This is an optimization exercise on Yosys and OpenROAD, whose aim is small area, a short achievable clock period and few clock cycles per item, not a production implementation.
Only simulation tests tie the RTL to the original design; equivalence was not proved.

==> v24 <==
==> flow/design.v <==
module px_beat (
    input  wire        clk,
    input  wire        rst_n,
    input  wire        cfg_we,
    input  wire [7:0]  cfg_addr,
    input  wire [31:0] cfg_wdata,
    input  wire        in_valid,
    output wire        in_ready,
    input  wire        in_bstart,    
    input  wire        in_first,     
    input  wire [31:0] in_px,        
    input  wire [31:0] in_py,        
    input  wire [2:0]  in_dsrc,
    input  wire [1:0]  in_topo,
    input  wire        in_topo_en,
    input  wire        in_inv_en,
    input  wire        in_lseed,
    input  wire [1:0]  in_chk,
    output reg         out_valid,
    output reg  [31:0] out_data,
    output reg  [15:0] out_check,
    output reg  [3:0]  out_dbi
);
    reg [31:0] bg    [0:3];
    reg [31:0] topox [0:3];
    reg [31:0] topoy [0:3];
    reg [31:0] invx  [0:7];
    reg [31:0] invy  [0:7];
    reg [31:0] lfsr_poly;
    reg [4:0]  lfsr_wm1;
    reg [31:0] lfsr_seed;
    reg [1:0]  chk_type;
    reg [4:0]  chk_feed_m1;
    reg [15:0] chk_init;
    reg [1:0]  dbi_mode;
    reg [3:0]  dbi_groups;
    reg        rst;
    reg        c_we;
    reg [7:0]  c_addr;
    reg [31:0] c_wdata;
    always @(posedge clk) begin
        rst     <= ~rst_n;
        c_we    <= cfg_we;
        c_addr  <= cfg_addr;
        c_wdata <= cfg_wdata;
    end
    wire [31:0] wd0   = c_wdata & {32{~rst}};       
    wire [31:0] wd1   = c_wdata | {32{rst}};        
    integer k;
    always @(posedge clk) begin
        for (k = 0; k < 4; k = k + 1) begin
            if (rst | (c_we & (c_addr == 8'h60 + k))) bg[k]    <= wd0;
            if (rst | (c_we & (c_addr == 8'h64 + k))) topox[k] <= wd0;
            if (rst | (c_we & (c_addr == 8'h68 + k))) topoy[k] <= wd0;
        end
        for (k = 0; k < 8; k = k + 1) begin
            if (rst | (c_we & (c_addr == 8'h70 + k))) invx[k] <= wd0;
            if (rst | (c_we & (c_addr == 8'h78 + k))) invy[k] <= wd0;
        end
        if (rst | (c_we & (c_addr == 8'h80))) lfsr_poly <= wd0;
        if (rst | (c_we & (c_addr == 8'h81))) lfsr_wm1  <= wd1[4:0];
        if (rst | (c_we & (c_addr == 8'h82))) lfsr_seed <= {wd0[31:1], wd1[0]};
        if (rst | (c_we & (c_addr == 8'h84))) begin
            chk_type    <= wd0[1:0];
            chk_feed_m1 <= wd1[12:8];
            chk_init    <= wd0[31:16];
        end
        if (rst | (c_we & (c_addr == 8'h85))) begin
            dbi_mode   <= wd0[1:0];
            dbi_groups <= wd0[7:4];
        end
    end
    assign in_ready = 1'b1;
    reg        a_v;
    reg        a_bstart;
    reg        a_first;
    reg [31:0] a_px;
    reg [31:0] a_py;
    reg [2:0]  a_dsrc;
    reg [1:0]  a_topo;
    reg        a_topo_en;
    reg        a_inv_en;
    reg        a_lseed;
    reg [1:0]  a_chk;
    always @(posedge clk) begin
        a_v       <= in_valid & rst_n;
        a_bstart  <= in_bstart;
        a_first   <= in_first;
        a_px      <= in_px;
        a_py      <= in_py;
        a_dsrc    <= in_dsrc;
        a_topo    <= in_topo;
        a_topo_en <= in_topo_en;
        a_inv_en  <= in_inv_en;
        a_lseed   <= in_lseed;
        a_chk     <= in_chk;
    end
    reg [31:0] lfsr_q;    
    reg [15:0] crc_q;     
    wire [4:0]  lsh   = ~lfsr_wm1;                        
    wire [31:0] lmask = 32'hFFFF_FFFF >> lsh;
    wire [31:0] pla   = lfsr_poly << lsh;                 
    wire        seedld = a_first & a_lseed;
    wire [31:0] lsrc  = seedld ? lfsr_seed : lfsr_q;
    wire [31:0] sla   = lsrc << lsh;                      
    localparam LA = 1;
    reg [31:0] lq;
    reg [31:0] lv;
    reg [31:0] lqn;
    reg [31:0] lvn;
    reg        c;
    reg [31:0] f;
    reg [31:0] lfsr_adv;
    reg        acc;
    integer    s;
    integer    t;
    integer    d;
    always @* begin
        lq[0] = 1'b1;
        for (d = 1; d < 32; d = d + 1)
            lq[d] = pla[32-d];
        for (s = 0; s < 32; s = s + 1)
            lv[s] = sla[31-s];
        for (t = 1; t <= LA; t = t + 1) begin
            c  = lq[t];
            lqn = lq;
            lvn = lv;
            for (d = t; d < 32; d = d + 1) begin
                lqn[d] = lq[d] ^ (c & lq[d-t]);
                lvn[d] = lv[d] ^ (c & lv[d-t]);
            end
            lq = lqn;
            lv = lvn;
        end
        for (s = 0; s < 32; s = s + 1) begin
            acc = lv[s];
            for (d = s; d > LA; d = d - 1)
                acc = acc ^ (f[s-d] & lq[d]);
            f[s] = acc;
        end
        for (s = 0; s < 32; s = s + 1) begin
            acc = 1'b0;
            for (t = 0; t <= s; t = t + 1)
                acc = acc ^ (f[31-t] & lfsr_poly[s-t]);
            lfsr_adv[s] = acc & lmask[s];
        end
    end
    wire [31:0] lfsr_start = seedld ? (lfsr_seed & lmask) : lfsr_q;
    wire        dsrc4      = (a_dsrc == 3'd4);
    wire [31:0] lfsr_next  = dsrc4 ? lfsr_adv : lfsr_start;
    reg [31:0] src_word;
    reg [31:0] word;
    reg        topo_flip;
    integer    i;
    always @* begin
        case (a_dsrc)
            3'd0, 3'd1, 3'd2, 3'd3: src_word = bg[a_dsrc[1:0]];
            3'd4:                   src_word = lfsr_adv;
            3'd5:                   src_word = a_px;
            3'd6:                   src_word = a_py;
            default:                src_word = 32'd0;
        endcase
        topo_flip = a_topo_en &
                    ((^(a_px & topox[a_topo])) ^ (^(a_py & topoy[a_topo])));
        word = src_word ^ {32{topo_flip}};
        for (i = 0; i < 8; i = i + 1) begin
            word = word ^ (invx[i] & {32{a_inv_en & a_px[i]}});
            word = word ^ (invy[i] & {32{a_inv_en & a_py[i]}});
        end
    end
    wire        type1  = (chk_type == 2'd1);
    wire [15:0] crc_init_val = type1 ? {8'd0, chk_init[7:0]} : chk_init;
    wire [15:0] crc_start = (a_first & a_chk[1]) ? crc_init_val : crc_q;
    wire        feed   = (a_chk[0] ^ a_chk[1]) & (chk_type[0] ^ chk_type[1]);
    wire [31:0] fmask  = 32'hFFFF_FFFF >> (~chk_feed_m1);
    wire [31:0] dm     = word & fmask;
    wire [15:0] cs     = type1 ? {8'd0, crc_start[7:0]} : crc_start;
    wire [47:0] z      = {31'd0, cs, 1'b0} << chk_feed_m1;
    wire [31:0] e16    = dm ^ z[47:16];
    wire [31:0] e8     = dm ^ z[39:8];
    reg [15:0] c16;
    reg [7:0]  c8;
    reg        fb;
    integer    b;
    always @* begin
        c16 = 16'd0;
        c8  = 8'd0;
        for (b = 31; b >= 0; b = b - 1) begin
            fb  = c16[15] ^ e16[b];
            c16 = {c16[14:0], 1'b0} ^ (16'h1021 & {16{fb}});
            fb  = c8[7] ^ e8[b];
            c8  = {c8[6:0], 1'b0} ^ (8'h07 & {8{fb}});
        end
    end
    wire [15:0] crc_fed  = type1 ? {8'd0, c8 ^ z[7:0]} : (c16 ^ z[15:0]);
    wire [15:0] crc_next = feed ? crc_fed : crc_start;
    reg [6:0]  secded;
    reg [5:0]  pos;
    reg [15:0] check;
    integer    h;
    always @* begin
        secded = 7'd0;
        pos = 6'd2;
        for (b = 0; b < 32; b = b + 1) begin
            pos = pos + 6'd1;
            if (pos == 6'd4 || pos == 6'd8 || pos == 6'd16 || pos == 6'd32)
                pos = pos + 6'd1;
            for (h = 0; h < 6; h = h + 1)
                if (pos[h]) secded[h] = secded[h] ^ word[b];
        end
        secded[6] = (^word) ^ (^secded[5:0]);
        case (chk_type)
            2'd1:    check = {8'd0, crc_start[7:0]};
            2'd2:    check = crc_start;
            2'd3:    check = {9'd0, secded};
            default: check = 16'd0;
        endcase
    end
    wire       dbi_dc = (dbi_mode == 2'd1);
    wire       dbi_on = dbi_mode[0] ^ dbi_mode[1];
    wire [31:0] ref_word = dbi_dc ? 32'hFFFF_FFFF : (a_bstart ? 32'd0 : out_data);
    wire [31:0] diff = word ^ ref_word;
    reg [31:0] sent;
    reg [3:0]  dbi;
    reg [3:0]  cnt;
    integer    j;
    integer    q;
    always @* begin
        sent = word;
        for (j = 0; j < 4; j = j + 1) begin
            cnt = 4'd0;
            for (q = 0; q < 8; q = q + 1)
                cnt = cnt + {3'd0, diff[8*j+q]};
            dbi[j] = dbi_groups[j] & dbi_on & (cnt > 4'd4);
            sent[8*j +: 8] = word[8*j +: 8] ^ {8{dbi[j]}};
        end
    end
    always @(posedge clk) begin
        out_valid <= a_v & rst_n;
        if (rst) begin
            lfsr_q    <= 32'd0;
            crc_q     <= 16'd0;
            out_data  <= 32'd0;
        end else begin
            if (a_v)
                lfsr_q   <= lfsr_next;
            if (a_v) begin
                crc_q    <= crc_next;
                out_data <= sent;
            end
        end
    end
    always @(posedge clk) begin
        out_check <= check;
        out_dbi   <= dbi;
    end
endmodule
==> flow/flow/run.sh <==
#!/bin/bash
# Own layout flow: the standard layout (standard.sh), with these changes:
# - synthesis runs synth.tcl: the standard flow's synthesis script, with ABC mapping for
#   area (abc_area_min.script: two rounds of choice computation and
#   area-oriented mapping with &nf);
# - the port buffers are buf_2 cells;
# - clock tree synthesis uses clkbuf_16 cells driving up to 22 registers
#   each, and no dummy loads.
# Every tool's output goes to its ORFS log under orfs/logs; make's own output
# goes to make_flow.log in the work folder.
set -euo pipefail
W=$(pwd)
export PXB_ABC_SCRIPT="$W/flow/abc_area_min.script"
sed -E "s#SYNTH_SCRIPT=[^ ]*synth_recipe\.tcl'?#SYNTH_SCRIPT=$W/flow/synth.tcl BUFFER_PORTS_ARGS='-buffer_cell sky130_fd_sc_hd__buf_2' CTS_ARGS='-sink_clustering_enable -repair_clock_nets -dont_use_dummy_load -buf_list sky130_fd_sc_hd__clkbuf_16 -sink_clustering_size 22 -sink_clustering_max_diameter 90'#" standard.sh > own_standard.sh
grep -q "SYNTH_SCRIPT=$W/flow/synth.tcl" own_standard.sh
bash own_standard.sh finish > make_flow.log 2>&1
==> flow/flow/abc_area_min.script <==
strash
&get -n
&dch -f
&nf -a -R 1000
&put
strash
&get -n
&dch -f
&nf -a -R 1000
&put
topo
stime -c
==> flow/flow/synth.tcl <==
# The standard flow's synthesis script (synth_recipe.tcl), with one change: Yosys's abc
# pass runs the script named by PXB_ABC_SCRIPT instead of ORFS's area script.
proc synth {args} { yosys synth -nofsm -noshare {*}$args }
proc abc {args} {
  set i [lsearch -exact $args -script]
  if { $i >= 0 } {
    set args [lreplace $args [expr { $i + 1 }] [expr { $i + 1 }] $::env(PXB_ABC_SCRIPT)]
  }
  yosys abc {*}$args
}
source $::env(SCRIPTS_DIR)/synth.tcl
# left out here: clear keep_hierarchy, flatten, clean up, hide names made inside functions, write 1_2_yosys.v
==> flow/standard.sh <==
#!/bin/bash
# synth_recipe.tcl (not shown) runs the flow's synth.tcl, then flattens the netlist and writes it again
# the make line also repeats each setting of config.mk as NAME=value (left out here)
make -C /OpenROAD-flow-scripts/flow DESIGN_CONFIG=/design/flow/config.mk WORK_HOME=/design/flow/orfs CLKGATE_MAP_FILE= SYNTH_SCRIPT=/design/flow/synth_recipe.tcl "${@:-finish}"
==> flow/config.mk <==
export PLATFORM = sky130hd
export DESIGN_NAME = px_beat
export DESIGN_NICKNAME = px_beat
export VERILOG_FILES = /design/flow/design.v
export SDC_FILE = /design/flow/constraint.sdc
export NUM_CORES = 4
export LEC_CHECK = 0
export ABC_AREA = 1
export CAP_MARGIN = 20
export CORE_MARGIN = 2
export CORE_UTILIZATION = 65
export PLACE_DENSITY = 0.72
export SLEW_MARGIN = 20
==> flow/constraint.sdc <==
create_clock -name core_clock -period 150.0 [get_ports {clk}]
set_input_delay 30.0000 -clock core_clock [delete_from_list [all_inputs] [get_ports {clk}]]
set_output_delay 30.0000 -clock core_clock [all_outputs]
set_load 0.01 [all_outputs]
==> inputs of v12, as changes to v24 <==
--- a/flow/flow/run.sh
+++ b/flow/flow/run.sh
@@ -1,7 +1,7 @@
 #!/bin/bash
 # Own layout flow: the standard layout (standard.sh), with these changes:
-# - synthesis runs synth.tcl: the standard flow's synthesis script, with ABC mapping for
-#   area (abc_area_min.script: two rounds of choice computation and
-#   area-oriented mapping with &nf);
+# - synthesis runs synth.tcl: the standard flow's synthesis script, in which ABC first
+#   maps as the standard flow's own script does and then maps that network again for
+#   area (abc_area_min.script);
 # - the port buffers are buf_2 cells;
 # - clock tree synthesis uses clkbuf_16 cells driving up to 22 registers
==> flow/flow/abc_area_min.script (replaced) <==
strash
dch
map -B 0.9
topo
strash
dch
map -a
topo
stime -c
==> summary of the runs <==
- Against v12, the first-iteration DRC count of v24 is larger by 6.2%.
- Between v24 and v12, the lower die area is in v24 (gap 2.2%, measured against v12).
- In clock-buffer cell count, v24 and v12 do not differ.
- Between v12 and v24, the lower worst hold slack is in v12 (gap 0.0083 ns).
- Between v12 and v24, the lower via count is in v24 (gap 11%, measured against v24).
- Synthesized area: v12 is larger than v24 (about 2.3%).
- Sequential share of layout area: v24 is higher than v12 (0.79 points).
- Between v24 and v12, the lower setup slack is in v12 (gap 0.0030 ns).
- Final area: v24 is lower than v12 (1.7%).
==> figures <==
quantity                                                                                                  v24                    v12
Run status                                                                           timing/DRC/antenna clean  timing/DRC/antenna clean
GRT met3 Usage                                                                                         7.277%                 8.553%
NumNets Final                                                                                            7099                   7932
Multi-input gate area                                                                               34350 um2              34440 um2
End-of-flow core utilization                                                                           71.93%                 71.27%
Layout Skew                                                                                         0.1051 ns              0.1225 ns
Met1 track demand over resource in global routing                                                      52.59%                 55.78%
Data-path buffer share of cell area in the final layout                                                3.295%                 2.941%
Initial Util                                                                                           65.61%                 65.34%
Simple-Gate Fraction of Synth Area                                                                     14.02%                 16.22%
Final GP Congestion                                                                                    0.9680                  1.025
End point of the worst hold path                                                        crc_q[6]$_SDFFE_PP0P_  crc_q[9]$_SDFFE_PP0P_
Worst slew margin relative to its limit                                                                15.85%                 15.19%
Count of standard-cell rows                                                                               118                    120
Post-synthesis share of cell area spent on full adders, half adders and majority gates                0.8010%                0.7832%
Die Area                                                                                           107400 um2             109800 um2
Pre-CTS setup slack                                                                                 119.50 ns              119.51 ns
Tightest hold margin                                                                                0.4666 ns              0.4583 ns
Design Area, Final                                                                                  74660 um2              75970 um2
Total placed instance area                                                                          72810 um2              74120 um2
Number of cells in the design after placement                                                            8250                   9105
Testbench counts of v24, summed over its fixed seeds: cycles 33,536, beats 32,768.
Testbench counts of v12, summed over its fixed seeds: cycles 33,536, beats 32,768.

-- static timing again, ports no longer ideal --
No port has a modelled driver above. Below, the same layouts with a new extraction and two added sets of constraints. Step 1 (the two cells are an assumption about what drives the block):
set clk [get_ports {clk}]
set_driving_cell -lib_cell sky130_fd_sc_hd__clkbuf_16 $clk
set_driving_cell -lib_cell sky130_fd_sc_hd__buf_2 [delete_from_list [all_inputs] $clk]
Step 2 moves the port delays by t, midway between the first and last clock arrival at a register: inputs arrive t later, outputs are due t later. That takes back most of the time a late clock gives input paths. a / b / c = no drivers / after step 1 / after step 2; a / b = the first two.
run	shift t [ns]	slack for setup (ns)	hold WS [ns]	worst setup path after step 2
v24	0.717	118.829 / 118.748 / 119.465	0.467 / 0.467 / 0.467	register to output
v12	0.698	118.826 / 118.746 / 119.444	0.458 / 0.458 / 0.458	register to output
After both steps every run listed still meets setup and hold.
